Background: an optimization exercise with open tools, aiming at a short achievable clock period and few clock cycles. Do not read the settings as production practice. Only simulation tests tie the RTL to the original design; equivalence was not proved. Power and IR drop assume default switching activity.

--- design.v ---
module cue_core (
    input  wire        clk,
    input  wire        rst,           
    input  wire        start,         
    input  wire [13:0] entry,         
    input  wire [13:0] vbase,         
    input  wire [1:0]  level,         
    output wire        halted,
    output reg  [3:0]  stop,          
    output reg  [13:0] pc,            
    output reg  [31:0] retired,       
    output wire        imem_en,
    output wire [13:0] imem_addr,
    input  wire [39:0] imem_rdata,
    output wire        dmem_en,
    output wire        dmem_we,
    output wire [12:0] dmem_addr,
    output wire [39:0] dmem_wdata,
    input  wire [39:0] dmem_rdata
);
    localparam [3:0] STOP_RESET  = 4'd0;
    localparam [3:0] STOP_DONE   = 4'd1;
    localparam [3:0] STOP_DOUBLE = 4'd4;
    localparam [2:0] V_ILLEGAL = 3'd0;
    localparam [2:0] V_RANGE   = 3'd1;
    localparam [2:0] V_BREAK   = 3'd6;
    localparam [5:0] OP_NOP   = 6'h01, OP_HALT  = 6'h02, OP_TRAP  = 6'h03,
                     OP_ADD   = 6'h04, OP_SUB   = 6'h05, OP_AND   = 6'h06,
                     OP_OR    = 6'h07, OP_XOR   = 6'h08, OP_SHL   = 6'h09,
                     OP_SHR   = 6'h0A, OP_SAR   = 6'h0B, OP_MUL   = 6'h0C,
                     OP_MULHU = 6'h0D, OP_SEL   = 6'h0E,
                     OP_ADDI  = 6'h10, OP_ANDI  = 6'h11, OP_ORI   = 6'h12,
                     OP_XORI  = 6'h13, OP_SHLI  = 6'h14, OP_SHRI  = 6'h15,
                     OP_SARI  = 6'h16, OP_LI    = 6'h17, OP_LUI   = 6'h18,
                     OP_SUBI  = 6'h19, OP_BFX   = 6'h1A, OP_BFI   = 6'h1B,
                     OP_BCC   = 6'h20, OP_CALL  = 6'h21, OP_JALR  = 6'h22,
                     OP_LD    = 6'h24, OP_ST    = 6'h25,
                     OP_RDS   = 6'h30, OP_WRS   = 6'h31, OP_RETT  = 6'h32;
    localparam integer R_ADD = 0, R_SUB = 1, R_AND = 2, R_OR = 3, R_XOR = 4,
                       R_LEFT = 5, R_RIGHT = 6, R_BFI = 7, R_K = 8, R_SRD = 9;
    reg         halted_q;
    reg  [31:0] ret_p1;               
    reg  [39:0] rf [1:31];            
    reg  [4:0]  flags;                
    reg         ie;
    reg  [13:0] epc;
    reg  [2:0]  ecause;
    reg  [31:0] edata;
    reg  [4:0]  eflags;
    reg  [13:0] vbase_q;              
    reg  [1:0]  level_q;
    assign halted = halted_q;
    wire running = !halted_q;
    reg  [13:0] fpc;                  
    reg         fen;                  
    reg  [13:0] apc;                  
    reg         afl;                  
    reg         abt;                  
    reg  [13:0] atg;
    reg  [13:0] ras;                  
    localparam integer NB = 8;
    reg  [NB-1:0] b_v;
    reg  [13:0]   b_pc [0:NB-1];
    reg  [13:0]   b_tg [0:NB-1];
    reg  [2:0]    b_ptr;
    assign imem_en   = fen;
    assign imem_addr = fpc;
    reg  [39:0] q0_ir, q1_ir, q2_ir;
    reg  [13:0] q0_pc, q1_pc, q2_pc;
    reg  [13:0] q0_pn, q1_pn, q2_pn;  
    reg         q0_bt, q1_bt, q2_bt;  
    reg         q0_v,  q1_v,  q2_v;
    reg         x_v;
    reg  [13:0] x_pc, x_pn;
    reg  [14:0] x_pc1;                
    reg  [39:0] x_a, x_b, x_d, x_k;   
    reg  [5:0]  x_sh;                 
    reg         x_sar;                
    reg  [39:0] x_mask, x_imask;      
    reg  [9:0]  x_rsel;               
    reg  [4:0]  x_rd;
    reg         x_wen;                
    reg         x_fzn;                
    reg         x_addf, x_subf;       
    reg         x_shlc, x_shrc;       
    reg         x_wfall;              
    reg         x_mul, x_mulhu, x_ld, x_st, x_jalr, x_rett, x_halt, x_wrs;
    reg         x_etrap;              
    reg         x_emis;               
    reg  [2:0]  x_tv;
    reg  [31:0] x_td;
    reg         x_bccn;               
    reg         x_pcovf;              
    reg  [3:0]  x_sidx;               
    reg         l1_v, l2_v;
    reg  [4:0]  l1_rd, l2_rd;
    reg         l1_mul, l2_mul;
    reg         l1_fl, l2_fl;         
    reg  [39:0] m_a, m_b;
    reg         m1_hi;
    reg  [319:0] m_r;                 
    reg         m2_hi;
    reg         dm_en_q, dm_we_q;
    reg  [12:0] dm_addr_q;
    reg  [39:0] dm_wdata_q;
    assign dmem_en    = dm_en_q;
    assign dmem_we    = dm_we_q;
    assign dmem_addr  = dm_addr_q;
    assign dmem_wdata = dm_wdata_q;
    reg [80*40-1:0] t0;
    reg [80*27-1:0] t1;
    reg [80*18-1:0] t2;
    reg [80*12-1:0] t3;
    reg [80*8-1:0]  t4;
    reg [80*6-1:0]  t5;
    reg [80*4-1:0]  t6;
    reg [80*3-1:0]  t7;
    reg [80*2-1:0]  t8;
    reg [79:0]      cx, cy, cz, dx, dy, dz;
    integer         i;
    always @* begin
        for (i = 0; i < 40; i = i + 1)
            t0[80*i +: 80] = m_b[i] ? ({40'd0, m_a} << i) : 80'd0;
        for (i = 0; i < 13; i = i + 1) begin
            cx = t0[80*(3*i) +: 80]; cy = t0[80*(3*i+1) +: 80]; cz = t0[80*(3*i+2) +: 80];
            t1[80*(2*i) +: 80]   = cx ^ cy ^ cz;
            t1[80*(2*i+1) +: 80] = ((cx & cy) | (cx & cz) | (cy & cz)) << 1;
        end
        t1[80*26 +: 80] = t0[80*39 +: 80];
        for (i = 0; i < 9; i = i + 1) begin
            cx = t1[80*(3*i) +: 80]; cy = t1[80*(3*i+1) +: 80]; cz = t1[80*(3*i+2) +: 80];
            t2[80*(2*i) +: 80]   = cx ^ cy ^ cz;
            t2[80*(2*i+1) +: 80] = ((cx & cy) | (cx & cz) | (cy & cz)) << 1;
        end
        for (i = 0; i < 6; i = i + 1) begin
            cx = t2[80*(3*i) +: 80]; cy = t2[80*(3*i+1) +: 80]; cz = t2[80*(3*i+2) +: 80];
            t3[80*(2*i) +: 80]   = cx ^ cy ^ cz;
            t3[80*(2*i+1) +: 80] = ((cx & cy) | (cx & cz) | (cy & cz)) << 1;
        end
        for (i = 0; i < 4; i = i + 1) begin
            cx = t3[80*(3*i) +: 80]; cy = t3[80*(3*i+1) +: 80]; cz = t3[80*(3*i+2) +: 80];
            t4[80*(2*i) +: 80]   = cx ^ cy ^ cz;
            t4[80*(2*i+1) +: 80] = ((cx & cy) | (cx & cz) | (cy & cz)) << 1;
        end
        for (i = 0; i < 2; i = i + 1) begin
            cx = t4[80*(3*i) +: 80]; cy = t4[80*(3*i+1) +: 80]; cz = t4[80*(3*i+2) +: 80];
            t5[80*(2*i) +: 80]   = cx ^ cy ^ cz;
            t5[80*(2*i+1) +: 80] = ((cx & cy) | (cx & cz) | (cy & cz)) << 1;
        end
        t5[80*4 +: 160] = t4[80*6 +: 160];
        for (i = 0; i < 2; i = i + 1) begin
            cx = t5[80*(3*i) +: 80]; cy = t5[80*(3*i+1) +: 80]; cz = t5[80*(3*i+2) +: 80];
            t6[80*(2*i) +: 80]   = cx ^ cy ^ cz;
            t6[80*(2*i+1) +: 80] = ((cx & cy) | (cx & cz) | (cy & cz)) << 1;
        end
    end
    always @* begin
        dx = m_r[0 +: 80]; dy = m_r[80 +: 80]; dz = m_r[160 +: 80];
        t7[0 +: 80]   = dx ^ dy ^ dz;
        t7[80 +: 80]  = ((dx & dy) | (dx & dz) | (dy & dz)) << 1;
        t7[160 +: 80] = m_r[240 +: 80];
        dx = t7[0 +: 80]; dy = t7[80 +: 80]; dz = t7[160 +: 80];
        t8[0 +: 80]   = dx ^ dy ^ dz;
        t8[80 +: 80]  = ((dx & dy) | (dx & dz) | (dy & dz)) << 1;
    end
    wire [79:0] m_prod   = t8[0 +: 80] + t8[80 +: 80];
    wire [39:0] m_res    = m2_hi ? m_prod[79:40] : m_prod[39:0];
    wire [39:0] late_val = l2_mul ? m_res : dmem_rdata;
    wire [40:0] add_full = {1'b0, x_a} + {1'b0, x_b};
    wire [40:0] sub_full = {1'b0, x_a} - {1'b0, x_b};
    wire [39:0] add_r    = add_full[39:0];
    wire [39:0] sub_r    = sub_full[39:0];
    wire        add_c    = add_full[40];
    wire        sub_c    = ~sub_full[40];
    wire        add_v    = (~(x_a[39] ^ x_b[39])) & (x_a[39] ^ add_r[39]);
    wire        sub_v    = (x_a[39] ^ x_b[39]) & (x_a[39] ^ sub_r[39]);
    wire [39:0] and_r    = x_a & x_b;
    wire [39:0] or_r     = x_a | x_b;
    wire [39:0] xor_r    = x_a ^ x_b;
    wire [40:0] left_x   = {1'b0, x_a} << x_sh;
    wire [41:0] right_x  = $signed({x_sar & x_a[39], x_a, 1'b0}) >>> x_sh;
    wire [39:0] left_r   = left_x[39:0];
    wire [39:0] right_r  = right_x[40:1] & x_mask;           
    wire [39:0] bfi_r    = (x_d & ~x_imask) | (left_r & x_imask);
    reg [39:0] sreg_val;
    always @* begin
        case (x_sidx)
            4'd0:    sreg_val = {26'd0, epc};
            4'd1:    sreg_val = {37'd0, ecause};
            4'd2:    sreg_val = {8'd0, edata};
            4'd3:    sreg_val = {35'd0, eflags};
            4'd4:    sreg_val = {35'd0, flags};
            4'd12:   sreg_val = {39'd0, ie};
            default: sreg_val = 40'd0;
        endcase
    end
    wire [39:0] x_res =
        ({40{x_rsel[R_ADD]}}   & add_r) |
        ({40{x_rsel[R_SUB]}}   & sub_r) |
        ({40{x_rsel[R_AND]}}   & and_r) |
        ({40{x_rsel[R_OR]}}    & or_r) |
        ({40{x_rsel[R_XOR]}}   & xor_r) |
        ({40{x_rsel[R_LEFT]}}  & left_r) |
        ({40{x_rsel[R_RIGHT]}} & right_r) |
        ({40{x_rsel[R_BFI]}}   & bfi_r) |
        ({40{x_rsel[R_K]}}     & x_k) |
        ({40{x_rsel[R_SRD]}}   & sreg_val);
    wire        z_add = (xor_r == {or_r[38:0], 1'b0});
    wire        z_sub = (x_a == x_b);
    wire        x_z   = (x_rsel[R_ADD]   & z_add) |
                        (x_rsel[R_SUB]   & z_sub) |
                        (x_rsel[R_AND]   & (and_r == 40'd0)) |
                        (x_rsel[R_OR]    & (or_r == 40'd0)) |
                        (x_rsel[R_XOR]   & z_sub) |
                        (x_rsel[R_LEFT]  & (left_r == 40'd0)) |
                        (x_rsel[R_RIGHT] & (right_r == 40'd0)) |
                        (x_rsel[R_BFI]   & (bfi_r == 40'd0));
    wire [4:0]  x_fall = x_rett ? eflags : x_a[4:0];      
    wire [4:0]  x_nflags;
    assign x_nflags[0] = x_wfall ? x_fall[0] : x_fzn ? x_z : flags[0];
    assign x_nflags[1] = x_wfall ? x_fall[1] : x_fzn ? x_res[39] : flags[1];
    assign x_nflags[2] = x_wfall ? x_fall[2] : x_addf ? add_c : x_subf ? sub_c :
                         x_shlc ? left_x[40] : x_shrc ? right_x[0] : flags[2];
    assign x_nflags[3] = x_wfall ? x_fall[3] : x_addf ? add_v : x_subf ? sub_v : flags[3];
    assign x_nflags[4] = x_wfall ? x_fall[4] : flags[4];
    wire        x_wfl_i = x_v && (x_fzn || x_wfall);     
    wire [39:0] eff     = add_r;
    wire [13:0] lo13    = {1'b0, x_a[12:0]} + {1'b0, x_b[12:0]};
    wire [14:0] lo14    = {1'b0, x_a[13:0]} + {1'b0, x_b[13:0]};
    wire        dm_ok   = (xor_r[39:13] == {or_r[38:13], lo13[13]});
    wire        jalr_ok = (xor_r[39:14] == {or_r[38:14], lo14[14]});
    wire        ldst    = x_ld || x_st;
    wire        trap    = x_etrap || (ldst && (!dm_ok || x_pcovf)) || (x_jalr && !jalr_ok);
    wire [2:0]  trap_v  = x_etrap ? x_tv : V_RANGE;
    wire [31:0] trap_d  = x_etrap ? (x_bccn ? 32'd16384 : x_td) :
                          (ldst && dm_ok) ? 32'd16384 : eff[31:0];
    wire        flp      = l1_fl || l2_fl;                
    wire [13:0] tvec     = vbase_q + {11'd0, trap_v};
    wire        x_replay = x_v && trap && ie && flp;      
    wire        x_trap   = x_v && trap && ie && !flp;
    wire        x_double = x_v && trap && !ie;
    wire        x_commit = x_v && !trap;
    wire        x_hlt    = x_commit && x_halt;
    wire        x_mis    = trap ? (!x_etrap || x_emis) :
                           x_jalr ? (lo14[13:0] != x_pn) :
                           x_rett ? (epc != x_pn) : 1'b0;
    wire        x_redir  = x_replay || ((x_trap || (x_commit && !x_halt)) && x_mis);
    wire [13:0] x_rpc    = x_replay ? x_pc : trap ? tvec : x_jalr ? lo14[13:0] : epc;
    wire        x_stopq  = x_hlt || x_double;
    wire        x_flush  = x_redir || x_stopq;
    wire        x_wr     = x_v && x_wen && !x_etrap && !(x_jalr && !jalr_ok);
    wire        x_wfl    = x_commit && (x_fzn || x_wfall);
    wire        x_wen_i  = x_v && x_wen;                  
    wire [39:0] ir     = q0_ir;
    wire [5:0]  op     = ir[39:34];
    wire [4:0]  rd     = ir[33:29];
    wire [4:0]  rs1    = ir[28:24];
    wire [4:0]  rs2    = ir[23:19];
    wire [18:0] imm19  = ir[18:0];
    wire [28:0] imm29  = ir[28:0];
    wire [39:0] simm   = {{21{imm19[18]}}, imm19};
    wire [39:0] zimm   = {21'd0, imm19};
    wire [39:0] rf1 = rf[rs1];
    wire [39:0] rf2 = rf[rs2];
    wire [39:0] rfd = rf[rd];
    wire [39:0] rv1 = (rs1 == 5'd0) ? 40'd0 :
                      (x_wen_i && x_rd == rs1) ? x_res :
                      (l2_v && l2_rd == rs1) ? late_val : rf1;
    wire [39:0] rv2 = (rs2 == 5'd0) ? 40'd0 :
                      (x_wen_i && x_rd == rs2) ? x_res :
                      (l2_v && l2_rd == rs2) ? late_val : rf2;
    wire [39:0] rvd = (rd == 5'd0) ? 40'd0 :
                      (x_wen_i && x_rd == rd) ? x_res :
                      (l2_v && l2_rd == rd) ? late_val : rfd;
    wire [14:0] pc_next = {1'b0, q0_pc} + 15'd1;
    wire        pc_ovf  = pc_next[14];
    wire [39:0] pc1_40  = {25'd0, pc_next};
    wire zr_r  = (ir[18:0] == 19'd0);
    wire zr_i  = (rs2 == 5'd0);
    wire zr_s  = (rd == 5'd0);
    wire zr_b  = (rs1 == 5'd0) && (rs2 == 5'd0);
    reg        known;
    reg        form_ok;
    reg [1:0]  op_level;
    always @* begin
        known    = 1'b1;
        form_ok  = 1'b1;
        op_level = 2'd0;
        case (op)
            OP_NOP, OP_HALT, OP_ADD, OP_SUB, OP_AND, OP_OR, OP_XOR,
            OP_SHL, OP_SHR, OP_SAR:          form_ok = zr_r;
            OP_MUL, OP_MULHU:                begin form_ok = zr_r; op_level = 2'd1; end
            OP_SEL:                          begin form_ok = zr_r; op_level = 2'd2; end
            OP_TRAP:                         form_ok = zr_i && rd == 5'd0 && rs1 == 5'd0;
            OP_ADDI, OP_ANDI, OP_ORI, OP_XORI, OP_SUBI,
            OP_JALR, OP_LD:                  form_ok = zr_i;
            OP_SHLI, OP_SHRI, OP_SARI:       form_ok = zr_i && imm19[18:6] == 13'd0;
            OP_BFX, OP_BFI:                  begin form_ok = zr_i; op_level = 2'd2; end
            OP_LI, OP_LUI:                   form_ok = 1'b1;
            OP_ST:                           form_ok = zr_s;
            OP_BCC:                          form_ok = zr_b && rd < 5'd15;
            OP_CALL:                         form_ok = zr_b && rd == 5'd0;
            OP_RDS:                          form_ok = zr_i && rs1 == 5'd0 && imm19 <= 19'd12;
            OP_WRS:                          form_ok = zr_i && rd == 5'd0 &&
                                                       (imm19 <= 19'd4 || imm19 == 19'd12);
            OP_RETT:                         form_ok = (ir[33:0] == 34'd0);
            default:                         known = 1'b0;
        endcase
    end
    wire [5:0] bf_lsb = imm19[5:0];
    wire [5:0] bf_w   = imm19[11:6];
    wire [6:0] bf_end = {1'b0, bf_lsb} + {1'b0, bf_w};
    wire       bf_ok  = (bf_w != 6'd0) && (bf_w <= 6'd40) && (bf_end <= 7'd40);
    wire       is_bf  = (op == OP_BFX) || (op == OP_BFI);
    wire illegal = !known || !form_ok || (op_level > level_q) || (is_bf && !bf_ok);
    reg  use1, use2, used, rfl, late;
    always @* begin
        use1 = 1'b0; use2 = 1'b0; used = 1'b0; rfl = 1'b0; late = 1'b0;
        case (op)
            OP_ADD, OP_SUB, OP_AND, OP_OR, OP_XOR, OP_SHL, OP_SHR, OP_SAR,
            OP_ST:                           begin use1 = 1'b1; use2 = 1'b1; end
            OP_MUL, OP_MULHU:                begin use1 = 1'b1; use2 = 1'b1; late = 1'b1; end
            OP_SEL:                          begin use1 = 1'b1; use2 = 1'b1; rfl = 1'b1; end
            OP_ADDI, OP_ANDI, OP_ORI, OP_XORI, OP_SUBI, OP_SHLI, OP_SHRI,
            OP_SARI, OP_BFX, OP_JALR, OP_WRS: use1 = 1'b1;
            OP_LD:                           begin use1 = 1'b1; late = 1'b1; end
            OP_BFI:                          begin use1 = 1'b1; used = 1'b1; end
            OP_BCC:                          rfl = (rd != 5'd0);
            OP_RDS:                          rfl = (imm19[3:0] == 4'd4);
            default: ;
        endcase
    end
    wire xl   = x_v && (x_ld || x_mul);
    wire hit1 = (xl && x_rd == rs1) || (l1_v && l1_rd == rs1);
    wire hit2 = (xl && x_rd == rs2) || (l1_v && l1_rd == rs2);
    wire hitd = (xl && x_rd == rd)  || (l1_v && l1_rd == rd);
    wire d_is_bcc = (op == OP_BCC);
    wire flw  = (x_v && x_mul) || l1_fl || l2_fl;
    wire d_stall = q0_v && ((use1 && hit1 && rs1 != 5'd0) || (use2 && hit2 && rs2 != 5'd0) ||
                            (used && hitd && rd != 5'd0) || (rfl && flw));
    wire d_go = q0_v && !d_stall;
    wire [4:0] fax = x_wfl_i ? x_nflags : flags;
    reg cond_true;
    always @* begin
        case (rd[3:0])
            4'd0:    cond_true = 1'b1;
            4'd1:    cond_true = fax[0];
            4'd2:    cond_true = !fax[0];
            4'd3:    cond_true = fax[1] != fax[3];
            4'd4:    cond_true = fax[1] == fax[3];
            4'd5:    cond_true = !fax[0] && (fax[1] == fax[3]);
            4'd6:    cond_true = fax[0] || (fax[1] != fax[3]);
            4'd7:    cond_true = !fax[2];
            4'd8:    cond_true = fax[2];
            4'd9:    cond_true = fax[1];
            4'd10:   cond_true = !fax[1];
            4'd11:   cond_true = fax[3];
            4'd12:   cond_true = !fax[3];
            4'd13:   cond_true = fax[4];
            4'd14:   cond_true = !fax[4];
            default: cond_true = 1'b0;
        endcase
    end
    wire [39:0] br_target = pc1_40 + simm;
    wire        br_range  = (br_target[39:14] != 26'd0);
    wire        d_tk      = cond_true;
    wire        d_call    = (op == OP_CALL);
    wire        d_byx     = illegal || op == OP_JALR || op == OP_RETT || op == OP_TRAP;
    wire        d_tkn     = d_call || (d_is_bcc && d_tk);
    wire        mis_t     = (q0_pn != br_target[13:0]);
    wire        mis_n     = (q0_pn != pc_next[13:0]);
    wire        d_mis     = d_go && !d_byx && (d_tkn ? mis_t : mis_n);
    wire [13:0] d_tgt     = d_tkn ? br_target[13:0] : pc_next[13:0];
    wire        d_inst    = d_go && !illegal && d_tkn && !q0_bt;    
    reg [9:0]  c_rsel;
    reg        c_wen, c_fzn, c_addf, c_subf, c_shlc, c_shrc, c_wfall, c_sar;
    reg [39:0] c_b, c_k, c_mask;
    reg        c_etrap;
    reg [2:0]  c_tv;
    reg [31:0] c_td;
    reg [4:0]  c_rd;
    wire [39:0] bf_m = (40'd1 << bf_w) - 40'd1;
    always @* begin
        c_rsel  = 10'd0;
        c_wen   = 1'b0;
        c_fzn   = 1'b0;
        c_addf  = 1'b0; c_subf = 1'b0; c_shlc = 1'b0; c_shrc = 1'b0; c_wfall = 1'b0;
        c_sar   = 1'b0;
        c_mask  = {40{1'b1}};
        c_b     = rv2;
        c_k     = pc1_40;
        c_rd    = rd;
        c_etrap = 1'b0;
        c_tv    = V_ILLEGAL;
        c_td    = ir[31:0];
        if (op[4] && op != OP_BFX && op != OP_BFI)           
            c_b = (op == OP_ADDI || op == OP_SUBI) ? simm : zimm;
        if (op == OP_LD || op == OP_ST || op == OP_JALR)
            c_b = simm;
        if (illegal) begin
            c_etrap = 1'b1;
        end else begin
            case (op)
                OP_TRAP: begin
                    c_etrap = 1'b1; c_tv = V_BREAK; c_td = {13'd0, imm19};
                end
                OP_BCC: begin
                    c_etrap = cond_true ? br_range : pc_ovf;
                    c_tv = V_RANGE; c_td = br_target[31:0];
                end
                OP_CALL: begin
                    if (br_range) begin
                        c_etrap = 1'b1; c_tv = V_RANGE; c_td = br_target[31:0];
                    end else begin
                        c_wen = 1'b1; c_rd = 5'd31; c_rsel[R_K] = 1'b1;
                    end
                end
                OP_JALR: begin
                    c_wen = 1'b1; c_rsel[R_K] = 1'b1;
                end
                OP_RETT: c_wfall = 1'b1;
                OP_LD, OP_ST: ;                                  
                default: begin
                    if (pc_ovf) begin
                        c_etrap = 1'b1; c_tv = V_RANGE; c_td = {17'd0, pc_next};
                    end else begin
                        case (op)
                            OP_ADD, OP_ADDI: begin
                                c_wen = 1'b1; c_rsel[R_ADD] = 1'b1; c_fzn = 1'b1; c_addf = 1'b1;
                            end
                            OP_SUB, OP_SUBI: begin
                                c_wen = 1'b1; c_rsel[R_SUB] = 1'b1; c_fzn = 1'b1; c_subf = 1'b1;
                            end
                            OP_AND, OP_ANDI: begin c_wen = 1'b1; c_rsel[R_AND] = 1'b1; c_fzn = 1'b1; end
                            OP_OR,  OP_ORI:  begin c_wen = 1'b1; c_rsel[R_OR]  = 1'b1; c_fzn = 1'b1; end
                            OP_XOR, OP_XORI: begin c_wen = 1'b1; c_rsel[R_XOR] = 1'b1; c_fzn = 1'b1; end
                            OP_BFX: begin
                                c_wen = 1'b1; c_rsel[R_RIGHT] = 1'b1; c_fzn = 1'b1; c_mask = bf_m;
                            end
                            OP_BFI:  begin c_wen = 1'b1; c_rsel[R_BFI] = 1'b1; c_fzn = 1'b1; end
                            OP_SHL, OP_SHLI: begin
                                c_wen = 1'b1; c_fzn = 1'b1; c_rsel[R_LEFT] = 1'b1;
                                c_shlc = (c_b[5:0] != 6'd0);
                            end
                            OP_SHR, OP_SHRI, OP_SAR, OP_SARI: begin
                                c_wen = 1'b1; c_fzn = 1'b1; c_rsel[R_RIGHT] = 1'b1;
                                c_shrc = (c_b[5:0] != 6'd0);
                                c_sar  = (op == OP_SAR || op == OP_SARI);
                            end
                            OP_SEL: begin
                                c_wen = 1'b1; c_rsel[R_K] = 1'b1; c_k = fax[0] ? rv1 : rv2;
                            end
                            OP_LI: begin
                                c_wen = 1'b1; c_rsel[R_K] = 1'b1; c_k = {{11{imm29[28]}}, imm29};
                            end
                            OP_LUI: begin
                                c_wen = 1'b1; c_rsel[R_K] = 1'b1; c_k = {imm29, 11'd0};
                            end
                            OP_RDS: begin c_wen = 1'b1; c_rsel[R_SRD] = 1'b1; end
                            OP_WRS: if (imm19[3:0] == 4'd4) c_wfall = 1'b1;
                            default: ;    
                        endcase
                    end
                end
            endcase
        end
        if (c_rd == 5'd0)
            c_wen = 1'b0;
    end
    wire [39:0] w      = imem_rdata;
    wire [5:0]  w_op   = w[39:34];
    wire        w_bcc  = (w_op == OP_BCC);
    wire        w_call = (w_op == OP_CALL);
    wire        w_jalr = (w_op == OP_JALR);
    wire        w_rett = (w_op == OP_RETT);
    wire        w_trap = (w_op == OP_TRAP);
    wire        w_tkn  = w_call || (w_bcc && (w[33:29] == 5'd0 || w[18]));
    wire [13:0] w_tgt  = fpc + w[13:0];       
    wire [13:0] epc_p  = (q0_v && op == OP_WRS && imm19[3:0] == 4'd0) ? rv1[13:0] :
                         (x_v && x_wrs && x_sidx == 4'd0) ? x_a[13:0] : epc;
    wire        w_red  = !abt && (w_tkn || w_jalr || w_rett || w_trap);
    wire [13:0] w_pn   = abt    ? atg :
                         w_tkn  ? w_tgt :
                         w_jalr ? ras :
                         w_rett ? epc_p :
                         w_trap ? (vbase_q + 14'd6) : fpc;
    wire        arr   = afl && running;
    wire        pop   = d_go;
    wire [1:0]  occ   = {1'b0, q0_v} + {1'b0, q1_v} + {1'b0, q2_v};
    wire [1:0]  occ_n = occ - {1'b0, pop} + {1'b0, arr};
    wire        afl_n = fen && !(arr && w_red);
    wire        fen_n = ({1'b0, occ_n} + {2'd0, afl_n}) <= 3'd2;
    reg        f_hit;
    reg [13:0] f_tg;
    integer    j;
    always @* begin
        f_hit = 1'b0;
        f_tg  = 14'd0;
        for (j = 0; j < NB; j = j + 1)
            if (b_v[j] && b_pc[j] == fpc) begin
                f_hit = 1'b1;
                f_tg  = f_tg | b_tg[j];
            end
    end
    always @(posedge clk) begin
        if (rst) begin
            fen <= 1'b0;
            afl <= 1'b0;
        end else if (halted_q) begin
            afl <= 1'b0;
            if (start) begin
                fpc <= entry;
                fen <= 1'b1;
            end
        end else if (x_stopq) begin
            fen <= 1'b0;
            afl <= 1'b0;
        end else if (x_redir || d_mis) begin
            fpc <= x_redir ? x_rpc : d_tgt;
            fen <= 1'b1;
            afl <= 1'b0;
        end else begin
            if (arr && w_red)
                fpc <= w_pn;
            else if (fen)
                fpc <= f_hit ? f_tg : fpc + 14'd1;
            afl <= afl_n;
            fen <= fen_n;
        end
        if (fen) begin
            apc <= fpc;
            abt <= f_hit;
            atg <= f_tg;
        end
        if (arr && w_call)
            ras <= apc + 14'd1;
    end
    always @(posedge clk) begin
        if (rst)
            b_v <= {NB{1'b0}};
        else if (d_inst && running && !x_flush) begin
            b_v[b_ptr]  <= 1'b1;
            b_pc[b_ptr] <= q0_pc;
            b_tg[b_ptr] <= br_target[13:0];
            b_ptr       <= b_ptr + 3'd1;
        end
    end
    wire q_clr = rst || halted_q || x_flush || d_mis;
    always @(posedge clk) begin
        if (pop) begin
            if (q1_v) begin
                q0_ir <= q1_ir; q0_pc <= q1_pc; q0_pn <= q1_pn; q0_bt <= q1_bt;
            end else begin
                q0_ir <= w; q0_pc <= apc; q0_pn <= w_pn; q0_bt <= abt;
            end
            if (q2_v) begin
                q1_ir <= q2_ir; q1_pc <= q2_pc; q1_pn <= q2_pn; q1_bt <= q2_bt;
            end else begin
                q1_ir <= w; q1_pc <= apc; q1_pn <= w_pn; q1_bt <= abt;
            end
            q2_ir <= w; q2_pc <= apc; q2_pn <= w_pn; q2_bt <= abt;
        end else begin
            if (!q0_v) begin
                q0_ir <= w; q0_pc <= apc; q0_pn <= w_pn; q0_bt <= abt;
            end
            if (!q1_v) begin
                q1_ir <= w; q1_pc <= apc; q1_pn <= w_pn; q1_bt <= abt;
            end
            if (!q2_v) begin
                q2_ir <= w; q2_pc <= apc; q2_pn <= w_pn; q2_bt <= abt;
            end
        end
        if (q_clr) begin
            q0_v <= 1'b0; q1_v <= 1'b0; q2_v <= 1'b0;
        end else if (pop) begin
            q0_v <= q1_v || arr;
            q1_v <= q2_v || (q1_v && arr);
            q2_v <= q2_v && arr;
        end else begin
            q0_v <= q0_v || arr;
            q1_v <= q1_v || (q0_v && arr);
            q2_v <= q2_v || (q1_v && arr);
        end
    end
    always @(posedge clk) begin
        if (rst || halted_q || x_flush)
            x_v <= 1'b0;
        else
            x_v <= d_go;
        x_pc    <= q0_pc;
        x_pn    <= (op == OP_BCC) ? d_tgt : q0_pn;
        x_pc1   <= pc_next;
        x_a     <= rv1;
        x_b     <= c_b;
        x_d     <= (op == OP_ST) ? rv2 : rvd;
        x_k     <= c_k;
        x_sh    <= is_bf ? bf_lsb : c_b[5:0];
        x_sar   <= c_sar;
        x_mask  <= c_mask;
        x_imask <= bf_m << bf_lsb;
        x_rsel  <= c_rsel;
        x_rd    <= c_rd;
        x_wen   <= c_wen;
        x_fzn   <= c_fzn;
        x_addf  <= c_addf;
        x_subf  <= c_subf;
        x_shlc  <= c_shlc;
        x_shrc  <= c_shrc;
        x_wfall <= c_wfall;
        x_mul   <= !illegal && !pc_ovf && (op == OP_MUL || op == OP_MULHU);
        x_mulhu <= (op == OP_MULHU);
        x_ld    <= !illegal && op == OP_LD;
        x_st    <= !illegal && op == OP_ST;
        x_jalr  <= !illegal && op == OP_JALR;
        x_rett  <= !illegal && op == OP_RETT;
        x_halt  <= !illegal && !pc_ovf && op == OP_HALT;
        x_wrs   <= !illegal && !pc_ovf && op == OP_WRS;
        x_etrap <= c_etrap;
        x_emis  <= !(!illegal && op == OP_TRAP && q0_pn == vbase_q + 14'd6);
        x_tv    <= c_tv;
        x_td    <= c_td;
        x_bccn  <= !illegal && (op == OP_BCC) && !cond_true;
        x_pcovf <= pc_ovf;
        x_sidx  <= imm19[3:0];
    end
    always @(posedge clk) begin
        if (!rst && l2_v && !(x_wr && x_rd == l2_rd))
            rf[l2_rd] <= late_val;
        if (!rst && x_wr)
            rf[x_rd] <= x_res;
    end
    always @(posedge clk) begin
        m_a   <= x_a;
        m_b   <= x_b;
        m1_hi <= x_mulhu;
        m_r   <= t6;
        m2_hi <= m1_hi;
    end
    always @(posedge clk) begin
        if (rst) begin
            halted_q <= 1'b1;
            stop     <= STOP_RESET;
            pc       <= 14'd0;
            retired  <= 32'd0;
            ret_p1   <= 32'd1;
            flags    <= 5'd0;
            ie       <= 1'b0;
            epc      <= 14'd0;
            ecause   <= 3'd0;
            edata    <= 32'd0;
            eflags   <= 5'd0;
            l1_v <= 1'b0; l1_fl <= 1'b0;
            l2_v <= 1'b0; l2_fl <= 1'b0;
            dm_en_q  <= 1'b0;
            dm_we_q  <= 1'b0;
        end else begin
            l2_v   <= l1_v && !(x_wr && x_rd == l1_rd);
            l2_rd  <= l1_rd;
            l2_mul <= l1_mul;
            l2_fl  <= l1_fl && !x_wfl;
            l1_v   <= x_commit && (x_ld || x_mul) && (x_rd != 5'd0);
            l1_rd  <= x_rd;
            l1_mul <= x_mul;
            l1_fl  <= x_commit && x_mul;
            dm_en_q    <= x_commit && ldst;
            dm_we_q    <= x_commit && x_st;
            dm_addr_q  <= eff[12:0];
            dm_wdata_q <= x_d;
            if (halted_q) begin
                if (start) begin
                    pc       <= entry;
                    flags    <= 5'd0;
                    ie       <= 1'b1;
                    vbase_q  <= vbase;
                    level_q  <= level;
                    halted_q <= 1'b0;
                end else if (l2_fl)
                    flags[1:0] <= {m_res[39], m_res == 40'd0};
            end else begin
                if (l2_fl && !x_wfl)
                    flags[1:0] <= {m_res[39], m_res == 40'd0};
                if (x_double) begin
                    stop     <= STOP_DOUBLE;
                    pc       <= x_pc;
                    halted_q <= 1'b1;
                end else if (x_trap) begin
                    epc    <= x_pc;
                    ecause <= trap_v;
                    edata  <= trap_d;
                    eflags <= flags;
                    ie     <= 1'b0;
                end else if (x_commit) begin
                    retired <= ret_p1;
                    ret_p1  <= ret_p1 + 32'd1;
                    if (x_fzn || x_wfall)
                        flags <= x_nflags;
                    if (x_rett)
                        ie <= 1'b1;
                    if (x_wrs) begin
                        case (x_sidx)
                            4'd0:    epc    <= x_a[13:0];
                            4'd1:    ecause <= x_a[2:0];
                            4'd2:    edata  <= x_a[31:0];
                            4'd3:    eflags <= x_a[4:0];
                            4'd12:   ie     <= x_a[0];
                            default: ;
                        endcase
                    end
                    if (x_halt) begin
                        stop     <= STOP_DONE;
                        pc       <= x_pc1[13:0];
                        halted_q <= 1'b1;
                    end
                end
            end
        end
    end
endmodule
--- flow/run.sh ---
#!/bin/bash
# Layout flow: the standard flow (standard.sh: ORFS synthesis through
# finish, unchanged scripts and SDC), with timing repair aimed below the
# clock period: repair_timing runs with a setup margin, so that it keeps
# improving paths that already meet the 20 ns clock.
set -euo pipefail
bash standard.sh SETUP_SLACK_MARGIN=14 TNS_END_PERCENT=0 finish > standard_flow.log 2>&1
--- standard.sh ---
#!/bin/bash
# synth_recipe.tcl (not shown) runs the flow's synth.tcl, then flattens the netlist and writes it again
# the make line also repeats each setting of config.mk as NAME=value (left out here)
make -C /OpenROAD-flow-scripts/flow DESIGN_CONFIG=/design/flow/config.mk WORK_HOME=/design/flow/orfs CLKGATE_MAP_FILE= SYNTH_SCRIPT=/design/flow/synth_recipe.tcl "${@:-finish}"
--- config.mk ---
export PLATFORM = sky130hd
export DESIGN_NAME = cue_core
export DESIGN_NICKNAME = cue_core
export VERILOG_FILES = /design/flow/design.v
export SDC_FILE = /design/flow/constraint.sdc
export NUM_CORES = 8
export LEC_CHECK = 0
export CAP_MARGIN = 30
export CORE_MARGIN = 2
export CORE_UTILIZATION = 40
export SLEW_MARGIN = 30
--- constraint.sdc ---
create_clock -name core_clock -period 20.0 [get_ports {clk}]
set_input_delay 4.0000 -clock core_clock [delete_from_list [all_inputs] [get_ports {clk}]]
set_output_delay 4.0000 -clock core_clock [all_outputs]
set_load 0.01 [all_outputs]
==> impl_metrics.json, run 1 <==
{
  "num_rows": 264,
  "finalHoldViolCount": 0,
  "finalCriticalPeriod_ps": 6615,
  "drive_gt1_frac": 0.1540,
  "async_flop_share": 0,
  "syn_avg_cell_area_um2": 10.11,
  "critical_path.endpoint": "b_tg[2][2]",
  "htree_num_levels": 5,
  "yosysUniqueCellTypes": 101,
  "stdcell_area_um2": 233400,
  "rrSetupSlack_ps": 13390,
  "drc": 0,
  "clock-root-buffer": "clkbuf_16",
  "die_w_um": 724.2,
  "grt_pass1_wl_um": 1292000,
  "cp_max_fo": 7,
  "numCtsBuffers": 322,
  "cap_violations": 0,
  "fin_total_pwr_mw": 32.02,
  "fin_crit_sh": 0.3307,
  "finalNonFillerCells": 27330,
  "holdBufCountCts": 0,
  "rr_startpoint": "x_sh[1]",
  "r2r-end": "b_tg[2][2]",
  "post-place-cells": 26510,
  "cts_tree": "built",
  "ys.flop_type": "edfxtp_1",
  "critPathRequiredTime_ps": 20710,
  "ys_warn_count": 1,
  "crit_start": "x_sh[1]",
  "grt_overflow_total": 0,
  "syn-cell-area_um2": 207500,
  "wl_per_cell_um": 33.99,
  "critical_path_arrival_ps": 7330,
  "outcome": "finished clean",
  "hold_path.class": "reg2reg",
  "maxSlewViolCount": 0,
  "initial_core_util": 0.4016,
  "hold_ws_ps": 324.4,
  "r2r_cells": 25,
  "dpl_cell_area_um2": 218500,
  "dpl.hpwl_um": 631900,
  "rsz0062_at_grt": "true",
  "cellPowerDensity_nw_per_um2": 137.2,
  "track_usage": 0.3467,
  "routabilityCongestion": 1.047,
  "worstMarginPinSlew_ps": 1188,
  "firstDrtPassIters": 9,
  "maxSlewHeadroom": 0.1856,
  "pre_cts_slack_ps": 10340,
  "dieArea_um2": 524400,
  "core_area_um2": 516600,
  "chipHeight_um": 724.2,
  "setup_viol": 0,
  "setup_ws_ps": 13390,
  "antenna_found_initial": 110,
  "ios": 234,
  "viasPerCell": 6.344,
  "grt_pass1_vias": 168200,
  "worstSetupEndpointType": "flop",
  "via_count": 173400,
  "final_antenna_net_count": 0,
  "fmax_mhz": 151.2,
  "drt-total-wl_um": 929000,
  "grt_max_degree": 121,
  "ys_ff_latch": 2667,
  "drt-initial-drc-count": 24650,
  "yosysSeqAreaShare": 0.3381,
  "clock_skew_ps": 120.3,
  "finalSetupTns_ps": 0,
  "clk_path_buf_depth": 4,
  "clock_sinks": 2667,
  "layout.nets": 22110,
  "insertion_delay_ps": 1030,
  "portBuffers": 231,
  "clk_pin_slew_worst_paths_ps": 60,
  "final_core_util": 0.4518,
  "area_growth_pct": 12.50,
  "vdd_drop_max_uv": 236.6,
  "hp-start": "m1_hi",
  "synth_enable_flop_cells": 1674,
  "p_leak_nw": 90.41,
  "startpoint_type": "flop",
  "netlist_instances": 20520,
  "setup.worst_path.class": "reg2reg"
}
-- kinds of logic (layout without fill, tap and decap cells) --
family          count (synthesis)  in the layout  share of synthesized area
flops                        2667           2667                     0.3381
compound gates               3958           3958                     0.1173
fa+ha+maj                    1913           1913                     0.1681
other cells                     2             69                 0.00003620
simple gates                 6065           6067                     0.1349
buf+inv                      3705           3525                    0.06779
xor+xnor                      492            492                    0.02084
mux                          1722           1722                     0.1530
-- what timing repair did --
action,CTS,global route
cloned,15,3
setup buffers,97,44
endpoints found under the setup margin,2794,2311
resized for setup,367,132
pin swaps,46,40
-- critical path, stage by stage, from the launching register on --
cell and delay, ps:
dfxtp_4 490, buf_12 150, buf_12 130, buf_4 210, mux2_2 390, a32oi_1 380
a31oi_2 400, nor3_1 330, o21ai_0 130, nor4_1 480, nand3_1 300, o211ai_1 240
buf_4 180, o31ai_4 120, buf_12 190, a31o_4 250, o311ai_4 240, buf_6 180
nor2_4 60, o21ai_4 180, nand4_1 120, buf_6 180, buf_6 130, nor3_4 180
nor3b_4 450, clkbuf_16 250
-- synth_stat cells (all sizes together) (34+ instances only) --
| cell | number | area share |
|---|---|---|
| a211oi | 323 | 0.012 |
| nor2b | 62 | 0.0019 |
| clkbuf | 1507 | 0.027 |
| a22oi | 106 | 0.0038 |
| a21o | 110 | 0.0040 |
| inv | 1922 | 0.035 |
| o21a | 43 | 0.0016 |
| o22ai | 157 | 0.0047 |
| o221ai | 46 | 0.0019 |
| o31ai | 34 | 0.0013 |
| nor3 | 148 | 0.0036 |
| nor2 | 1071 | 0.019 |
| a221oi | 105 | 0.0044 |
| o21ai | 1686 | 0.041 |
| nor4 | 90 | 0.0027 |
| nand2b | 86 | 0.0026 |
| nand4 | 94 | 0.0028 |
| dfxtp | 993 | 0.096 |
| xnor2 | 317 | 0.013 |
| edfxtp | 1674 | 0.24 |
| a22o | 40 | 0.0017 |
| fa | 1457 | 0.14 |
| o21bai | 40 | 0.0014 |
| mux4 | 1148 | 0.12 |
| ha | 456 | 0.028 |
| a221o | 41 | 0.0020 |
| nand3 | 217 | 0.0052 |
| nand2 | 2823 | 0.051 |
| a31oi | 71 | 0.0021 |
| and3 | 84 | 0.0025 |
| buf | 269 | 0.0056 |
| mux2 | 105 | 0.0057 |
| or2 | 48 | 0.0014 |
| mux2i | 469 | 0.023 |
| or3 | 56 | 0.0017 |
| a21oi | 721 | 0.017 |
| o211ai | 85 | 0.0031 |
| and2 | 1179 | 0.036 |
| xor2 | 174 | 0.0073 |
-- per-layer routing --
| layer | GRT usage | wire length [um] |
|---|---|---|
| met1 | 0.4328 | 331400 |
| met2 | 0.5117 | 397200 |
| met3 | 0.1045 | 118200 |
| met4 | 0.2469 | 81670 |
| met5 | 0.005953 | 547 |
-- registers in the layout (all words and copies together) (netlist names), 32 cells and up, named ones only --
signal and cells:
x_imask 40, b_tg 112, dm_wdata_q 40, q0_ir 40, x_td 32, x_d 40
m_r 238, edata 32, q2_ir 40, x_a 40, x_k 40, ret_p1 32
x_b 40, m_b 40, b_pc 112, rf 1240, retired 32, x_mask 40
m_a 40, q1_ir 40
-- report_power, final --
part	switching [mW]	internal [mW]
logic	11.7	6.78
clock network	2.62	3.48
registers	0.408	7.05
-- cell usage in the layout (no fill, tap or decap), types with 661 or more instances in the layout --
cell and count:
a21oi_1 661, and2_1 1176, dfxtp_1 923, edfxtp_1 1674, fa_1 1455, inv_1 1917, mux4_2 1148, nand2_1 2782
nor2_1 1020, o21ai_0 1610
-- layout make-up --
type	count	area (um^2)
diodes	66	165.2
inverters	1929	7261
fillers	48440	283200
multi-input cells	14160	126700
well taps	6916	8653
flip-flops and latches	2667	70310
repair buffers	1005	9607
clock inverters	160	1933
clock buffers	431	8802
-- how the worst min path moves through the flow --
stage / to / slack (ps) / cells after the start
global route: m2_hi / 330 / 0
finish: m2_hi / 320 / 0
CTS: m2_hi / 330 / 0
detailed placement: m2_hi / 320 / 0
global placement: m2_hi / 320 / 0
floorplan: m1_hi / 310 / 0
Testbench counts, summed over its fixed seeds: cycles 57,058.
==> inputs of run 2 (changes only) <==
--- a/design.v
+++ b/design.v
@@ -48,6 +48,7 @@
     reg  [31:0] edata;
     reg  [4:0]  eflags;
     reg  [13:0] vbase_q;              
+    reg  [13:0] vbase6_q;             
     reg  [1:0]  level_q;
     assign halted = halted_q;
     wire running = !halted_q;
@@ -77,6 +78,8 @@
     reg  [5:0]  x_sh;                 
     reg         x_sar;                
     reg  [39:0] x_mask, x_imask;      
+    reg  [39:0] x_zm, x_nm;           
+    reg         x_nd;                 
     reg  [9:0]  x_rsel;               
     reg  [4:0]  x_rd;
     reg         x_wen;                
@@ -207,18 +210,24 @@
         ({40{x_rsel[R_SRD]}}   & sreg_val);
     wire        z_add = (xor_r == {or_r[38:0], 1'b0});
     wire        z_sub = (x_a == x_b);
+    wire        z_sh  = ((x_a & x_zm) == 40'd0) && (!x_rsel[R_BFI] || ((x_d & ~x_imask) == 40'd0));
+    wire        n_sh  = ((x_a & x_nm) != 40'd0) || (x_nd && x_d[39]);
     wire        x_z   = (x_rsel[R_ADD]   & z_add) |
                         (x_rsel[R_SUB]   & z_sub) |
                         (x_rsel[R_AND]   & (and_r == 40'd0)) |
                         (x_rsel[R_OR]    & (or_r == 40'd0)) |
                         (x_rsel[R_XOR]   & z_sub) |
-                        (x_rsel[R_LEFT]  & (left_r == 40'd0)) |
-                        (x_rsel[R_RIGHT] & (right_r == 40'd0)) |
-                        (x_rsel[R_BFI]   & (bfi_r == 40'd0));
+                        ((x_rsel[R_LEFT] | x_rsel[R_RIGHT] | x_rsel[R_BFI]) & z_sh);
+    wire        x_n   = (x_rsel[R_ADD]   & add_r[39]) |
+                        (x_rsel[R_SUB]   & sub_r[39]) |
+                        (x_rsel[R_AND]   & and_r[39]) |
+                        (x_rsel[R_OR]    & or_r[39]) |
+                        (x_rsel[R_XOR]   & xor_r[39]) |
+                        ((x_rsel[R_LEFT] | x_rsel[R_RIGHT] | x_rsel[R_BFI]) & n_sh);
     wire [4:0]  x_fall = x_rett ? eflags : x_a[4:0];      
     wire [4:0]  x_nflags;
     assign x_nflags[0] = x_wfall ? x_fall[0] : x_fzn ? x_z : flags[0];
-    assign x_nflags[1] = x_wfall ? x_fall[1] : x_fzn ? x_res[39] : flags[1];
+    assign x_nflags[1] = x_wfall ? x_fall[1] : x_fzn ? x_n : flags[1];
     assign x_nflags[2] = x_wfall ? x_fall[2] : x_addf ? add_c : x_subf ? sub_c :
                          x_shlc ? left_x[40] : x_shrc ? right_x[0] : flags[2];
     assign x_nflags[3] = x_wfall ? x_fall[3] : x_addf ? add_v : x_subf ? sub_v : flags[3];
@@ -335,7 +344,7 @@
     wire hit2 = (xl && x_rd == rs2) || (l1_v && l1_rd == rs2);
     wire hitd = (xl && x_rd == rd)  || (l1_v && l1_rd == rd);
     wire d_is_bcc = (op == OP_BCC);
-    wire flw  = (x_v && x_mul) || l1_fl || l2_fl;
+    wire flw  = (x_v && x_mul) || ((l1_fl || l2_fl) && !(x_v && (x_fzn || x_wfall)));
     wire d_stall = q0_v && ((use1 && hit1 && rs1 != 5'd0) || (use2 && hit2 && rs2 != 5'd0) ||
                             (used && hitd && rd != 5'd0) || (rfl && flw));
     wire d_go = q0_v && !d_stall;
@@ -365,12 +374,15 @@
     wire        br_range  = (br_target[39:14] != 26'd0);
     wire        d_tk      = cond_true;
     wire        d_call    = (op == OP_CALL);
-    wire        d_byx     = illegal || op == OP_JALR || op == OP_RETT || op == OP_TRAP;
+    wire [13:0] epc_x     = (x_v && x_wrs && x_sidx == 4'd0) ? x_a[13:0] : epc;
+    wire        d_rett    = (op == OP_RETT);
+    wire        d_byx     = illegal || op == OP_JALR || op == OP_TRAP;
     wire        d_tkn     = d_call || (d_is_bcc && d_tk);
     wire        mis_t     = (q0_pn != br_target[13:0]);
     wire        mis_n     = (q0_pn != pc_next[13:0]);
-    wire        d_mis     = d_go && !d_byx && (d_tkn ? mis_t : mis_n);
-    wire [13:0] d_tgt     = d_tkn ? br_target[13:0] : pc_next[13:0];
+    wire        mis_r     = (q0_pn != epc_x);
+    wire        d_mis     = d_go && !d_byx && (d_rett ? mis_r : d_tkn ? mis_t : mis_n);
+    wire [13:0] d_tgt     = d_rett ? epc_x : d_tkn ? br_target[13:0] : pc_next[13:0];
     wire        d_inst    = d_go && !illegal && d_tkn && !q0_bt;    
     reg [9:0]  c_rsel;
     reg        c_wen, c_fzn, c_addf, c_subf, c_shlc, c_shrc, c_wfall, c_sar;
@@ -380,6 +392,33 @@
     reg [31:0] c_td;
     reg [4:0]  c_rd;
     wire [39:0] bf_m = (40'd1 << bf_w) - 40'd1;
+    wire [39:0] bf_fm = bf_m << bf_lsb;                      
+    wire [5:0]  sk    = c_b[5:0];
+    wire        sk40  = (sk >= 6'd40);
+    wire        d_shl = (op == OP_SHL || op == OP_SHLI);
+    wire        d_shr = (op == OP_SHR || op == OP_SHRI);
+    wire        d_sar = (op == OP_SAR || op == OP_SARI);
+    reg  [39:0] c_zm, c_nm;
+    always @* begin
+        c_zm = {40{1'b1}};
+        c_nm = 40'd0;
+        if (d_shl) begin
+            c_zm = sk40 ? 40'd0 : ({40{1'b1}} >> sk);
+            c_nm = sk40 ? 40'd0 : ({1'b1, 39'd0} >> sk);
+        end else if (d_shr) begin
+            c_zm = sk40 ? 40'd0 : ({40{1'b1}} << sk);
+            c_nm = (sk == 6'd0) ? {1'b1, 39'd0} : 40'd0;
+        end else if (d_sar) begin
+            c_zm = sk40 ? {1'b1, 39'd0} : ({40{1'b1}} << sk);
+            c_nm = {1'b1, 39'd0};
+        end else if (op == OP_BFX) begin
+            c_zm = bf_fm;
+            c_nm = (bf_w == 6'd40) ? {1'b1, 39'd0} : 40'd0;
+        end else if (op == OP_BFI) begin
+            c_zm = bf_m;
+            c_nm = bf_fm[39] ? ({1'b1, 39'd0} >> bf_lsb) : 40'd0;
+        end
+    end
     always @* begin
         c_rsel  = 10'd0;
         c_wen   = 1'b0;
@@ -468,28 +507,17 @@
             c_wen = 1'b0;
     end
     wire [39:0] w      = imem_rdata;
-    wire [5:0]  w_op   = w[39:34];
-    wire        w_bcc  = (w_op == OP_BCC);
-    wire        w_call = (w_op == OP_CALL);
-    wire        w_jalr = (w_op == OP_JALR);
-    wire        w_rett = (w_op == OP_RETT);
-    wire        w_trap = (w_op == OP_TRAP);
-    wire        w_tkn  = w_call || (w_bcc && (w[33:29] == 5'd0 || w[18]));
-    wire [13:0] w_tgt  = fpc + w[13:0];       
-    wire [13:0] epc_p  = (q0_v && op == OP_WRS && imm19[3:0] == 4'd0) ? rv1[13:0] :
-                         (x_v && x_wrs && x_sidx == 4'd0) ? x_a[13:0] : epc;
-    wire        w_red  = !abt && (w_tkn || w_jalr || w_rett || w_trap);
-    wire [13:0] w_pn   = abt    ? atg :
-                         w_tkn  ? w_tgt :
-                         w_jalr ? ras :
-                         w_rett ? epc_p :
-                         w_trap ? (vbase_q + 14'd6) : fpc;
+    wire        w_red, w_call;
+    wire [13:0] w_pn;
+    wire [13:0] epc_p  = epc_x;
+    cue_ipred ipred (
+        .w(w), .fpc(fpc), .abt(abt), .atg(atg), .ras(ras), .epc_p(epc_p), .vb6(vbase6_q),
+        .w_pn(w_pn), .w_red(w_red), .w_call(w_call));
     wire        arr   = afl && running;
     wire        pop   = d_go;
-    wire [1:0]  occ   = {1'b0, q0_v} + {1'b0, q1_v} + {1'b0, q2_v};
-    wire [1:0]  occ_n = occ - {1'b0, pop} + {1'b0, arr};
-    wire        afl_n = fen && !(arr && w_red);
-    wire        fen_n = ({1'b0, occ_n} + {2'd0, afl_n}) <= 3'd2;
+    wire        drop  = arr && q2_v && !pop;
+    wire        acc   = arr && !drop;               
+    wire        afl_n = fen && !drop && !(arr && w_red);
     reg        f_hit;
     reg [13:0] f_tg;
     integer    j;
@@ -502,46 +530,40 @@
                 f_tg  = f_tg | b_tg[j];
             end
     end
+    wire [13:0] f_seq  = f_hit ? f_tg : fpc + 14'd1;
+    wire [13:0] f_norm = drop ? apc : (arr && w_red) ? w_pn : f_seq;
     always @(posedge clk) begin
+        fpc <= halted_q ? entry : x_redir ? x_rpc : d_mis ? d_tgt : f_norm;
+        apc <= fpc;
+        abt <= f_hit;
+        atg <= f_tg;
         if (rst) begin
             fen <= 1'b0;
             afl <= 1'b0;
         end else if (halted_q) begin
+            fen <= start;
             afl <= 1'b0;
-            if (start) begin
-                fpc <= entry;
-                fen <= 1'b1;
-            end
         end else if (x_stopq) begin
             fen <= 1'b0;
             afl <= 1'b0;
-        end else if (x_redir || d_mis) begin
-            fpc <= x_redir ? x_rpc : d_tgt;
-            fen <= 1'b1;
-            afl <= 1'b0;
         end else begin
-            if (arr && w_red)
-                fpc <= w_pn;
-            else if (fen)
-                fpc <= f_hit ? f_tg : fpc + 14'd1;
-            afl <= afl_n;
-            fen <= fen_n;
-        end
-        if (fen) begin
-            apc <= fpc;
-            abt <= f_hit;
-            atg <= f_tg;
+            afl <= !(x_redir || d_mis) && afl_n;
         end
         if (arr && w_call)
             ras <= apc + 14'd1;
     end
+    reg        bi_v;
+    reg [13:0] bi_pc, bi_tg;
     always @(posedge clk) begin
+        bi_v  <= d_inst && running && !x_flush && !rst;
+        bi_pc <= q0_pc;
+        bi_tg <= br_target[13:0];
         if (rst)
             b_v <= {NB{1'b0}};
-        else if (d_inst && running && !x_flush) begin
+        else if (bi_v) begin
             b_v[b_ptr]  <= 1'b1;
-            b_pc[b_ptr] <= q0_pc;
-            b_tg[b_ptr] <= br_target[13:0];
+            b_pc[b_ptr] <= bi_pc;
+            b_tg[b_ptr] <= bi_tg;
             b_ptr       <= b_ptr + 3'd1;
         end
     end
@@ -573,13 +595,13 @@
         if (q_clr) begin
             q0_v <= 1'b0; q1_v <= 1'b0; q2_v <= 1'b0;
         end else if (pop) begin
-            q0_v <= q1_v || arr;
-            q1_v <= q2_v || (q1_v && arr);
-            q2_v <= q2_v && arr;
+            q0_v <= q1_v || acc;
+            q1_v <= q2_v || (q1_v && acc);
+            q2_v <= q2_v && acc;
         end else begin
-            q0_v <= q0_v || arr;
-            q1_v <= q1_v || (q0_v && arr);
-            q2_v <= q2_v || (q1_v && arr);
+            q0_v <= q0_v || acc;
+            q1_v <= q1_v || (q0_v && acc);
+            q2_v <= q2_v || (q1_v && acc);
         end
     end
     always @(posedge clk) begin
@@ -588,7 +610,7 @@
         else
             x_v <= d_go;
         x_pc    <= q0_pc;
-        x_pn    <= (op == OP_BCC) ? d_tgt : q0_pn;
+        x_pn    <= d_byx ? q0_pn : d_tgt;
         x_pc1   <= pc_next;
         x_a     <= rv1;
         x_b     <= c_b;
@@ -597,7 +619,10 @@
         x_sh    <= is_bf ? bf_lsb : c_b[5:0];
         x_sar   <= c_sar;
         x_mask  <= c_mask;
-        x_imask <= bf_m << bf_lsb;
+        x_imask <= bf_fm;
+        x_zm    <= c_zm;
+        x_nm    <= c_nm;
+        x_nd    <= (op == OP_BFI) && !bf_fm[39];
         x_rsel  <= c_rsel;
         x_rd    <= c_rd;
         x_wen   <= c_wen;
@@ -616,7 +641,7 @@
         x_halt  <= !illegal && !pc_ovf && op == OP_HALT;
         x_wrs   <= !illegal && !pc_ovf && op == OP_WRS;
         x_etrap <= c_etrap;
-        x_emis  <= !(!illegal && op == OP_TRAP && q0_pn == vbase_q + 14'd6);
+        x_emis  <= !(!illegal && op == OP_TRAP && q0_pn == vbase6_q);
         x_tv    <= c_tv;
         x_td    <= c_td;
         x_bccn  <= !illegal && (op == OP_BCC) && !cond_true;
@@ -630,6 +655,10 @@
             rf[x_rd] <= x_res;
     end
     always @(posedge clk) begin
+        dm_addr_q  <= eff[12:0];
+        dm_wdata_q <= x_d;
+    end
+    always @(posedge clk) begin
         m_a   <= x_a;
         m_b   <= x_b;
         m1_hi <= x_mulhu;
@@ -664,14 +693,13 @@
             l1_fl  <= x_commit && x_mul;
             dm_en_q    <= x_commit && ldst;
             dm_we_q    <= x_commit && x_st;
-            dm_addr_q  <= eff[12:0];
-            dm_wdata_q <= x_d;
             if (halted_q) begin
                 if (start) begin
                     pc       <= entry;
                     flags    <= 5'd0;
                     ie       <= 1'b1;
                     vbase_q  <= vbase;
+                    vbase6_q <= vbase + 14'd6;
                     level_q  <= level;
                     halted_q <= 1'b0;
                 end else if (l2_fl)
@@ -716,3 +744,30 @@
         end
     end
 endmodule
+module cue_ipred (
+    input  wire [39:0] w,             
+    input  wire [13:0] fpc,           
+    input  wire        abt,           
+    input  wire [13:0] atg,
+    input  wire [13:0] ras,
+    input  wire [13:0] epc_p,
+    input  wire [13:0] vb6,
+    output wire [13:0] w_pn,          
+    output wire        w_red,         
+    output wire        w_call
+);
+    wire [5:0]  w_op   = w[39:34];
+    wire        w_bcc  = (w_op == 6'h20);
+    wire        w_jalr = (w_op == 6'h22);
+    wire        w_rett = (w_op == 6'h32);
+    wire        w_trap = (w_op == 6'h03);
+    assign      w_call = (w_op == 6'h21);
+    wire        w_tkn  = w_call || (w_bcc && (w[33:29] == 5'd0 || w[18]));
+    wire [13:0] w_tgt  = fpc + w[13:0];
+    assign w_red = !abt && (w_tkn || w_jalr || w_rett || w_trap);
+    assign w_pn  = abt    ? atg :
+                   w_tkn  ? w_tgt :
+                   w_jalr ? ras :
+                   w_rett ? epc_p :
+                   w_trap ? vb6 : fpc;
+endmodule
==> flow/run.sh (replaced) <==
#!/bin/bash
# Layout flow: the standard flow (standard.sh: ORFS synthesis through
# finish, unchanged scripts and SDC), with timing repair aimed below the
# clock period. repair_timing runs with a setup margin on all violating
# endpoints, so that it keeps improving paths that already meet the 20 ns
# clock, and may resize cells across footprints.
set -euo pipefail
bash standard.sh SETUP_SLACK_MARGIN=14.5 TNS_END_PERCENT=100 MATCH_CELL_FOOTPRINT=0 finish > standard_flow.log 2>&1
--- a/config.mk
+++ b/config.mk
@@ -7,5 +7,7 @@
 export LEC_CHECK = 0
 export CAP_MARGIN = 30
 export CORE_MARGIN = 2
-export CORE_UTILIZATION = 40
+export CORE_UTILIZATION = 60
 export SLEW_MARGIN = 30
+export SYNTH_HIERARCHICAL = 1
+export SYNTH_MINIMUM_KEEP_SIZE = 0
==> run 2 against run 1 <==
- now fails the layout checks on max-capacitance violations, max-slew violations
- critical path depth fell by 3
- non-clock buffer count up 122
- die area is 33% lower
- clock skew rose by 30 ps
- largest power group unchanged
- flip-flop and latch count up 109
- register-to-register slack better by 710 ps
==> impl_metrics.json, run 2 <==
{
  "p_leak_nw": 93.87,
  "synth_top_area_frac": 0.2292,
  "layout.nets": 22220,
  "finalSetupTns_ps": 0,
  "syn-cell-area_um2": 208400,
  "chipHeight_um": 593.4,
  "crit_chain": "buf_4 -> inv_1 -> ha_2 -> nor2_1 -> a221oi_4 -> nand4_1 -> o211ai_1 -> buf_4 -> o21ai_2 -> o31ai_4 -> nand3_2 -> and3b_2 -> a2111oi_4 -> o2111ai_4 -> o21ai_4 -> mux2_4 -> a221oi_2 -> buf_4 -> nand4_1 -> buf_6 -> or3_1 -> nand3_1",
  "drt-initial-drc-count": 30600,
  "grt_pass1_vias": 171600,
  "cts_tree": "built",
  "initial_core_util": 0.6026,
  "ys_warn_count": 7,
  "finalHoldViolCount": 0,
  "synth_enable_flop_cells": 1591,
  "finalCriticalPeriod_ps": 5904,
  "syn_avg_cell_area_um2": 10.18,
  "ios": 234,
  "cpMostUsedCell": "buf_4",
  "slowest_delay_ps": 480,
  "crit_path_top_delay_cell": "ha_2",
  "async_flop_share": 0,
  "yosysUniqueCellTypes": 109,
  "vdd_drop_max_uv": 315.0,
  "htree_num_levels": 5,
  "drive_gt1_frac": 0.1824,
  "grt_overflow_total": 0,
  "dieArea_um2": 352100,
  "fin_crit_sh": 0.2952,
  "final_antenna_net_count": 0,
  "cap_violations": 1,
  "firstDrtPassIters": 10,
  "largest_reg_flops": 1240,
  "core_area_um2": 345900,
  "worstMarginPinSlew_ps": 1651,
  "ys_ff_latch": 2776,
  "drc": 0,
  "via_count": 179700,
  "dpl_cell_area_um2": 216700,
  "holdBufCountCts": 0,
  "clock_sinks": 2776,
  "ys.flop_type": "edfxtp_1",
  "viasPerCell": 7.138,
  "yosysMostFrequentCell": "nand2_1",
  "synth_area_leader_cell": "edfxtp_1",
  "clock_skew_ps": 150.7,
  "yosysSeqAreaShare": 0.3430,
  "layout_common_cells": "nand2_1 (2307), inv_1 (1927), edfxtp_1 (1591), o21ai_0 (1520), fa_1 (1451)",
  "nFillCells": 26130,
  "rsz0062_at_grt": "true",
  "startpoint_type": "flop",
  "cp_max_fo": 12,
  "drt-total-wl_um": 928300,
  "clk_path_buf_depth": 4,
  "grt_max_degree": 119,
  "maxSlewViolCount": 8,
  "reg.largest.list": "rf x1240, m_r x238",
  "portBuffers": 231,
  "maxSlewHeadroom": -0.1007,
  "antenna_found_initial": 115,
  "hold_path.class": "reg2reg",
  "track_usage": 0.5111,
  "final_common_cell": "nand2_1",
  "num_rows": 216,
  "cellPowerDensity_nw_per_um2": 155.9,
  "outcome": "failed layout checks",
  "numCtsBuffers": 314,
  "finalNonFillerCells": 25180,
  "critical_path_arrival_ps": 6850,
  "wl_per_cell_um": 36.87,
  "routabilityCongestion": 1.095,
  "top_register": "rf",
  "clock-root-buffer": "clkbuf_16",
  "synthTopCellsByCount": "nand2_1 (2376), inv_1 (1938), o21ai_0 (1632), edfxtp_1 (1591), clkbuf_1 (1511)",
  "dpl.hpwl_um": 632100,
  "grt_pass1_wl_um": 1277000,
  "netlist_instances": 20490,
  "worstSetupEndpointType": "flop",
  "stdcell_area_um2": 236000,
  "setup.worst_path.class": "reg2reg",
  "setup_viol": 0,
  "synthTopCellsByArea": "edfxtp_1 (23%), fa_1 (14%), mux4_2 (12%)",
  "die_w_um": 593.4,
  "clk_pin_slew_worst_paths_ps": 70,
  "insertion_delay_ps": 1060,
  "fmax_mhz": 169.4,
  "critPathRequiredTime_ps": 20950,
  "failed_checks": "max-capacitance violations, max-slew violations",
  "post-place-cells": 24080,
  "area_growth_pct": 13.22
}
[run 2: cell types whose count changed in the layout (fill, tap and decap cells not counted), sizes merged, moves of 122 or more]
cell	change
buf	+130
clkdlybuf4s50	-139
dfxtp	+192
nand2	-433
a21oi	+194
mux2	+122
[run 2: cell type report]
class	count	area, um^2	share of cell area
inverter	1949	7382	0.03128
sequential	2776	71730	0.3039
tap	4578	5728	0.02427
antenna	142	355.3	0.001506
multi-input combinational	14030	129000	0.5468
timing repair buffer	1127	11080	0.04695
clock buffer	416	8685	0.03680
clock inverter	161	2006	0.008498
[run 2: logic make-up after synthesis]
group	Yosys count	share of synthesized area
DFF	2776	0.3430
AOI/OAI and AO/OA	4079	0.1184
buffers and inverters	3698	0.06694
adders and majority gates	1907	0.1669
muxes	1878	0.1581
xor gates and xnor gates	486	0.02042
and+or+nand+nor	5659	0.1261
other	2	0.00003603
[run 2: critical path: cells and delay by family, from the launching register on]
| kind | cells | cell delay, ps |
|---|---|---|
| muxes | 1 | 340 |
| adders and majority gates | 1 | 480 |
| DFF | 1 | 300 |
| AOI/OAI and AO/OA | 8 | 2320 |
| buffers and inverters | 5 | 1010 |
| and+or+nand+nor | 7 | 1450 |
[run 2: metal layers]
metal	track usage	routed length [um]	up-vias
met5	0.01014	1329	-
met4	0.3810	89430	80
met3	0.2249	158500	4513
met2	0.7062	375200	16460
met1	0.6308	303900	87790
li1	-	-	70900
[run 2: metrics by stage]
| step | setup WS (ps) | power (mW) | hold WS [ps] | util |
|---|---|---|---|---|
| detailed placement | 12410 | 27.22 | 318.3 | 0.6263 |
| global placement | 12420 | 26.96 | 311.4 | 0.6254 |
| global route | 14030 | 38.49 | 350.1 | 0.6817 |
| CTS | 14170 | 34.78 | 335.6 | 0.6713 |
| floorplan | 13550 | 19.17 | 309.6 | - |
| finish | 14100 | 36.79 | 337.6 | 0.6822 |
[run 2: final timing paths]
path	start	endpoint	slack, ps	depth (start not counted)
worst min register to register	m1_hi	m2_hi	340	0
worst max register to register	x_a[8]	fpc[5]	14100	22
worst max-delay path	x_a[8]	fpc[5]	14100	22
worst min-delay path	m1_hi	m2_hi	340	0
[run 2: where the power goes]
part	switching (mW)	internal [mW]
sequential	0.478	7.40
combinational	14.5	8.28
clock	2.68	3.49
[run 2: per-module statistics from Yosys, one instance, submodules excluded]
module	times used	flops+latches	cells inside	area, um^2
cue_core	1	2776	20290	207000
cue_ipred	1	0	191	1398
[run 2: repair_timing]
action / CTS / global route
setup endpoints to repair: 3052 / 1976
pin swaps: 122 / 145
gates resized for setup: 931 / 428
gates cloned: 15 / 23
buffers inserted: 190 / 143
Testbench counts of run 2, summed over its fixed seeds: cycles 56,774.

==> afterwards: timing with drivers on the ports <==
The results above use ideal ports. As a check the final layouts listed here were re-extracted and re-timed, cells and wires unchanged. Step 1, drivers: a clkbuf_16 drives clk and a buf_2 each remaining input, both assumed. Step 2, shift: input delay + t, output delay - t, t = (earliest + latest rising clock arrival at the registers) / 2. This alone moves slack from input paths to output paths. a / b / c = ideal / step 1 / step 2; a / b = the first two.
| run | shift t [ns] | slack for setup (ns) | pins driven straight from the clock port |
|---|---|---|---|
| run 1 | 1.105 | 13.385 / 13.385 / 12.405 | 1 |
| run 2 | 1.119 | 14.096 / 14.096 / 13.143 | 1 |
For run 1, which loses most, drivers alone change the setup slack by 0.000 ns; drivers and shift together by -0.980 ns.
